What follows belongs to an exercise in optimizing a design on an open flow for small area, a short achievable clock period and few clock cycles; a production flow would make more cautious choices.
Function was checked by simulation only, so behaviour that the tests miss may differ from the original.
No activity file was given, so power comes from the tool's default toggle rates.

**flow/constraint.sdc**
```tcl
create_clock -name core_clock -period 12.0 [get_ports {clk}]
set_input_delay 2.4000 -clock core_clock [delete_from_list [all_inputs] [get_ports {clk}]]
set_output_delay 2.4000 -clock core_clock [all_outputs]
set_load 0.01 [all_outputs]
```
**flow/run.sh**
```bash
#!/bin/bash
# synth_recipe.tcl (not shown) runs the flow's synth.tcl, then flattens the netlist and writes it again
# the make line also repeats each setting of config.mk as NAME=value (left out here)
make -C /OpenROAD-flow-scripts/flow DESIGN_CONFIG=/design/flow/config.mk WORK_HOME=/design/flow/orfs CLKGATE_MAP_FILE= SYNTH_SCRIPT=/design/flow/synth_recipe.tcl finish
```
**flow/config.mk**
```make
export PLATFORM = sky130hd
export DESIGN_NAME = pvc_decoder
export DESIGN_NICKNAME = pvc_decoder
export VERILOG_FILES = /design/flow/design.v
export SDC_FILE = /design/flow/constraint.sdc
export NUM_CORES = 4
export LEC_CHECK = 0
export CAP_MARGIN = 20
export CORE_MARGIN = 2
export CORE_UTILIZATION = 40
export SLEW_MARGIN = 20
```
**flow/design.v**
```verilog
module pvc_decode_field (
    input  wire [23:0] bits,      
    input  wire [19:0] desc,
    input  wire [19:0] last,
    output reg  [4:0]  width,
    output reg  [19:0] r
);
    wire [2:0] mode = desc[19:17];
    wire       sg   = desc[16];
    wire [3:0] q    = desc[15:12];
    wire [3:0]  dl    = bits[3:0];
    wire [19:0] draw  = bits[23:4] & ((20'd1 << dl) - 20'd1);
    wire [19:0] dsgn  = 20'd1 << (dl - 4'd1);
    wire [19:0] dext  = (draw & dsgn) != 20'd0 ? (draw | ~((20'd1 << dl) - 20'd1)) : draw;
    wire [19:0] cmask  = (20'd1 << (5'd20 - q)) - 20'd1;
    wire [19:0] c_b    = bits[19:0] & cmask;
    wire [19:0] c_bd   = bits[20:1] & cmask;
    wire [19:0] csgn   = 20'd1 << (5'd19 - q);
    wire [19:0] cx_b   = (sg && (c_b  & csgn) != 20'd0) ? (c_b  | ~cmask) : c_b;
    wire [19:0] cx_bd  = (sg && (c_bd & csgn) != 20'd0) ? (c_bd | ~cmask) : c_bd;
    always @* begin
        width = 5'd20;
        r     = bits[19:0];
        case (mode)
            3'd0: begin                                
                width = 5'd20;
                r     = bits[19:0];
            end
            3'd1: begin                                
                if (dl == 4'd0) begin
                    width = 5'd24;
                    r     = bits[23:4];
                end else begin
                    width = {1'b0, dl} + 5'd4;
                    r     = last + dext;
                end
            end
            3'd2: begin                                
                width = 5'd20 - {1'b0, q};
                r     = cx_b << q;
            end
            3'd3: begin                                
                if (bits[0]) begin
                    width = 5'd21;
                    r     = bits[20:1];
                end else begin
                    width = 5'd1;
                    r     = last;
                end
            end
            default: begin                             
                if (bits[0]) begin
                    width = 5'd21 - {1'b0, q};
                    r     = cx_bd << q;
                end else begin
                    width = 5'd1;
                    r     = last;
                end
            end
        endcase
    end
endmodule
module pvc_decoder (
    input  wire        clk,
    input  wire        rst,
    input  wire        s_valid,
    output wire        s_ready,
    input  wire [19:0] s_last,
    input  wire [19:0] s_desc,
    input  wire        s_eob,
    input  wire [13:0] s_bits,
    input  wire        b_valid,
    output wire        b_ready,
    input  wire [19:0] b_data,
    output reg         r_valid,
    output reg  [19:0] r_value,
    output reg         v_valid,
    output reg         v_ok,
    output reg  [13:0] v_used
);
    localparam ST_IDLE  = 2'd0;    
    localparam ST_DEC   = 2'd1;    
    localparam ST_DRAIN = 2'd2;    
    reg [1:0]         state;
    reg [43:0]        buffer;       
    reg [5:0]         cnt;
    reg signed [15:0] fetch_left;   
    reg [13:0]        blk_bits;
    reg [13:0]        used;
    wire [4:0]  width;
    wire [19:0] r;
    pvc_decode_field u_field (
        .bits(buffer[23:0]), .desc(s_desc), .last(s_last),
        .width(width), .r(r)
    );
    wire more_words = (fetch_left > 16'sd0);
    wire dec_ok  = (state == ST_DEC) && ((cnt >= 6'd24) || !more_words);
    wire decode  = dec_ok && s_valid;
    assign s_ready = dec_ok;
    assign b_ready = more_words &&
                     (((state == ST_DEC) && (cnt <= 6'd23)) || (state == ST_DRAIN));
    wire fetch = b_valid && b_ready;
    wire [43:0] buf_used = decode ? (buffer >> width) : buffer;
    wire [5:0]  cnt_used = decode ? ((width > cnt) ? 6'd0 : cnt - {1'b0, width}) : cnt;
    wire [13:0] used_nxt = used + {9'd0, width};
    always @(posedge clk) begin
        if (rst) begin
            state      <= ST_IDLE;
            buffer     <= 44'd0;
            cnt        <= 6'd0;
            fetch_left <= 16'sd0;
            blk_bits   <= 14'd0;
            used       <= 14'd0;
            r_valid    <= 1'b0;
            r_value    <= 20'd0;
            v_valid    <= 1'b0;
            v_ok       <= 1'b0;
            v_used     <= 14'd0;
        end else begin
            r_valid <= decode;
            if (decode)
                r_value <= r;
            v_valid <= decode && s_eob;
            if (decode && s_eob) begin
                v_ok   <= (used_nxt == blk_bits);
                v_used <= used_nxt;
            end
            if (fetch)
                fetch_left <= fetch_left - 16'sd20;
            case (state)
                ST_IDLE: begin
                    if (s_valid) begin
                        state      <= ST_DEC;
                        fetch_left <= $signed({2'b00, s_bits});
                        blk_bits   <= s_bits;
                        used       <= 14'd0;
                    end
                end
                ST_DEC: begin
                    if (decode && s_eob) begin
                        state  <= ST_DRAIN;
                        buffer <= 44'd0;
                        cnt    <= 6'd0;
                    end else begin
                        if (decode)
                            used <= used_nxt;
                        if (fetch) begin
                            buffer <= buf_used | ({24'd0, b_data} << cnt_used);
                            cnt    <= cnt_used + 6'd20;
                        end else begin
                            buffer <= buf_used;
                            cnt    <= cnt_used;
                        end
                    end
                end
                default: begin                         
                    if (!more_words || (fetch && fetch_left <= 16'sd20))
                        state <= ST_IDLE;
                end
            endcase
        end
    end
endmodule
```
==> impl_results.md <==
* Status: complete, no violations
* EDFF count, synth at 0
* XOR/XNOR Fraction of Synth Area at between 3 and 4%
* First-pass GRT wire length at 112.3 mm
* FF-to-FF End: buffer[22]$_SDFFE_PP0N_
* Core Rows at 73
* TritonCTS clock tree: yes
* Fillers at 4,147
* Clock transition at path regs at 0.07 ns
* Clk_skew at 0.02163 ns
* Cts-stage hold buffer count at 0
* Area delta synth->final at 13.10%
* Synthesized Nets at 2,442
* Detailed placement HPWL at 55.24 mm
* Synth area leaders: dfxtp_1, mux2i_1, nand2_1
* CP max stage cell: a2111oi_0
* Seq/Total Area, Yosys at 16.41%
* CTS sink count at 133
* Final ANT Viol Nets at 0
* CP Class: in2reg
* Setup TNS at 0 ns
* CP bufs+invs at 4
* Fin crit share at 77.32%
* CTS Root Cell: clkbuf_16
* Leak at roughly 7.1 nW
* CP Launch Type: primary input
* Worst skew pair latency at 0.46 ns
* Fmax achieved at 107.8 MHz
* Yosys top cell by area: dfxtp_1
* Most used DFF post-synth: dfxtp_1
* Grt total ovfl at 0
* Largest family of logic cells by synthesized area: compound AO/OA/AOI/OAI gates
* Vias in the first global route at 18,090
* Num ports at 118
* Setup Viol. Count Final at 0
* Max Root-Sink Buffers at 2
* Routability cong. at 0.9901
* Yosys warns at 2
* Slew @ Worst Pin at approximately 1.1 ns
* Family with the most delay on the worst path: compound AO/OA/AOI/OAI gates
* Core Region at around 0.040 sq mm
* Nets@finish at around 2,400
* Max-slew headroom at 21.75%
* Chip Width at 205.4 microns
* Worst Setup SP: s_desc[15]
* Final min period at between 9 and 10 ns
* Post-synth cell types at 92
* Proportion of layout cells with a drive suffix above 1 at 7.855%
* Crit-path max cell delay at between 0.8 and 0.9 ns
* # diodes at 0
* WP data required at 12.31 ns
* Post-Synthesis Cell Area at 0.01622 sq mm
* Max IR drop VDD at 127.8 uV
* Max Slew Vio Count at 0
* Hold/Removal Path Class: reg2reg
* Quantity of gates resized following cts at 0
* Num CTS Buffers at 17
* I/O Buffers at approximately 110
* Max_cap viols at 0
* # DRC at 0
* Multiplexer share of the synthesized area at 13.39%
* Reg2reg path depth at 21
* DRT Pass-1 Iters at 7
* Crit-path max FO at 25
* Syn_area_per_cell at just over 7 sq um
* Crit path DAT at 9.59 ns
* Simple-Gate Fraction of Synth Area at 23.77%
* Final worst setup slack at 2.721 ns
* CP Depth at 19
* Most common cell after layout, fill and taps aside: nand2_1
* Setup Fix Bufs, Post-CTS at 0
* Place WS at 2.505 ns
* Via density per instance at 6.779
* Tot GR Track Use at 34.86%
* Most frequent cells in the layout: nand2_1, nor2_1, mux2i_1, o21ai_0, a21oi_1
* Area share of the largest cell type after synthesis at roughly 16%
* Synth Area in Adders at approximately 4.6%
* Unrepaired setup endpoints after global routing: no
* Iter 0 DRT Violations at 2,590
* R2r setup slk at approximately 5 ns
* Vias after detailed routing at 19,270
* Die H at 205.4 microns
* Flops & latches, synth at 133
* Largest net degree at the start of global routing at 74
* Asr flop ratio synth at 0%
* Finished Core Util at a little under half
* DIE AREA at 0.04218 sq mm
* Syn Inst Count at ~2,300
* Pwr per Cell Area at about 90 mW/mm^2
* Final-report hold violation count at 0
* CP endpoint: r_value[14]$_SDFFE_PP0P_
* Crit-path cells: clkdlybuf4s50_1 > buf_4 > inv_1 > ha_1 > a21oi_1 > buf_4 > nand4_2 > ha_1 > o31ai_1 > a31oi_1 > nand2_1 > xor2_1 > a221o_1 > or3_4 > o31ai_4 > o2bb2ai_1 > o21ai_0 > a2111oi_0 > o31ai_1
* Antenna violations before repair at 0
* Drt wl/cell at 26.45 microns
* Post-synthesis compound-gate area fraction at 32.74%
* Initial Util at 40.64%
* Worst setup EP type: flip-flop
* RR Startpoint: buffer[3]$_SDFFE_PP0N_
* H-Tree Depth at 4
* Total Routed Length at roughly 75 mm
[cells in the mapped netlist (all sizes together) (46+ instances only)]
cell and n:
nand3 51, nor2 217, nand2 294, ha 55, a21oi 159, dfxtp 133
o211ai 48, a211oi 49, o21ai 168, inv 46, mux2i 172, nor3 78
clkbuf 154
[sequential cells by signal (all words and copies together), names as in the netlist]
signal and cells:
buffer 44, blk_bits 14, cnt 6, r_valid 1
fetch_left 16, v_valid 1, state 2, v_ok 1
used 14, v_used 14, r_value 20
[per-layer routing]
layer | GRT usage, % | up-vias | wire length (microns)
met1 | 45.57 | 9196 | 30720
met2 | 55.92 | 1117 | 33970
li1 | - | 8735 | -
met3 | 5.797 | 219 | 6891
met4 | 16.26 | 0 | 3585
met5 | 0 | - | 0
[worst min path at each step]
stage	depth (start not counted)	startpoint	slack [ns]	endpoint
final	2	v_ok$_SDFFE_PP0P_	0.46	v_ok$_SDFFE_PP0P_
after global routing	2	v_used[3]$_SDFFE_PP0P_	0.48	v_used[3]$_SDFFE_PP0P_
after CTS	2	v_ok$_SDFFE_PP0P_	0.46	v_ok$_SDFFE_PP0P_
after detailed placement	2	v_ok$_SDFFE_PP0P_	0.45	v_ok$_SDFFE_PP0P_
after global placement	2	v_used[3]$_SDFFE_PP0P_	0.45	v_used[3]$_SDFFE_PP0P_
after floorplan	2	buffer[36]$_SDFFE_PP0N_	0.45	buffer[36]$_SDFFE_PP0N_
[report_power, final]
group / switching [W] / internal, W
clock: 0.000235 / 0.000296
combinational: 0.000424 / 0.000215
sequential: 0.0000157 / 0.000458
[through the flow]
| step | area, sq um | std cells | hold slack (ns) | power [W] |
|---|---|---|---|---|
| 6_report | 18350 | 2842 | 0.4585 | 0.001644 |
| 5_1_grt | 18350 | 2842 | 0.4803 | 0.001710 |
| 4_1_cts | 18310 | 2841 | 0.4640 | 0.001629 |
| 3_5_place_dp | 17740 | 2810 | 0.4508 | 0.001098 |
| 3_3_place_gp | 17740 | 2810 | 0.4461 | 0.001095 |
| 2_1_floorplan | 16220 | 2305 | 0.4539 | 0.0008835 |
[worst reg2reg max path, cell delays in order (launching register included)]
cell and delay (ns):
dfxtp_1 0.31, inv_1 0.54, ha_1 0.31, nor3b_2 0.16
buf_4 0.27, nor2_1 0.19, a221oi_1 0.33, o21ai_1 0.09
buf_4 0.24, inv_1 0.08, buf_4 0.49, ha_1 0.40
nor2b_1 0.16, o21a_1 0.19, o21a_1 0.19, nor3_1 0.36
o31a_1 0.19, buf_4 0.31, clkinv_1 0.74, o21ai_0 0.75
o221ai_1 0.32, and3_1 0.25
[cell families after synthesis]
group	after synthesis
DFF	133
buffers and inverters	241
xor gates and xnor gates	62
muxes	209
and+or+nand+nor	826
adders and majority gates	58
AOI/OAI and AO/OA	776
[layout make-up]
class                           count  area (sq um)  area share [%]
Clock buffer                       18         439.2           2.394
Clock inverter                     13         136.4          0.7434
Inverter                           51         191.4           1.044
Multi-Input combinational cell   1931         12710           69.29
Sequential cell                   133          2664           14.52
Tap cell                          525         656.9           3.581
Timing Repair Buffer              171          1546           8.430
Testbench counts, summed over its fixed seeds: cycles 50,947.

-- afterwards: timing with drivers on the ports --
In the flow no input, the clock included, has a driving cell. The finished layout below was timed again as built, in two steps.
Step 1, drivers: a clkbuf_16 drives clk and a buf_2 each remaining input, both assumed.
Step 2 adds t to the input delays and takes it off the output delays; t is the mean of the earliest and latest rising clock arrival at the registers after step 1. Input paths then give back, and output paths get back, about the clock's delay inside the block.
Slacks: ideal ports / drivers / drivers and shift; pairs: ideal ports / drivers.
shift t [ns]: 0.499
slack for setup (ns): 2.721 / 2.753 / 2.254
hold slack, ns: 0.459 / 0.459 / 0.459
worst setup path at the end: input to register
slew at the worst register clock pin (ns): 0.07 / 0.07
After both steps this run still meets setup and hold. The setup slack of this run moves by +0.032 ns with the drivers and by -0.467 ns with both steps.
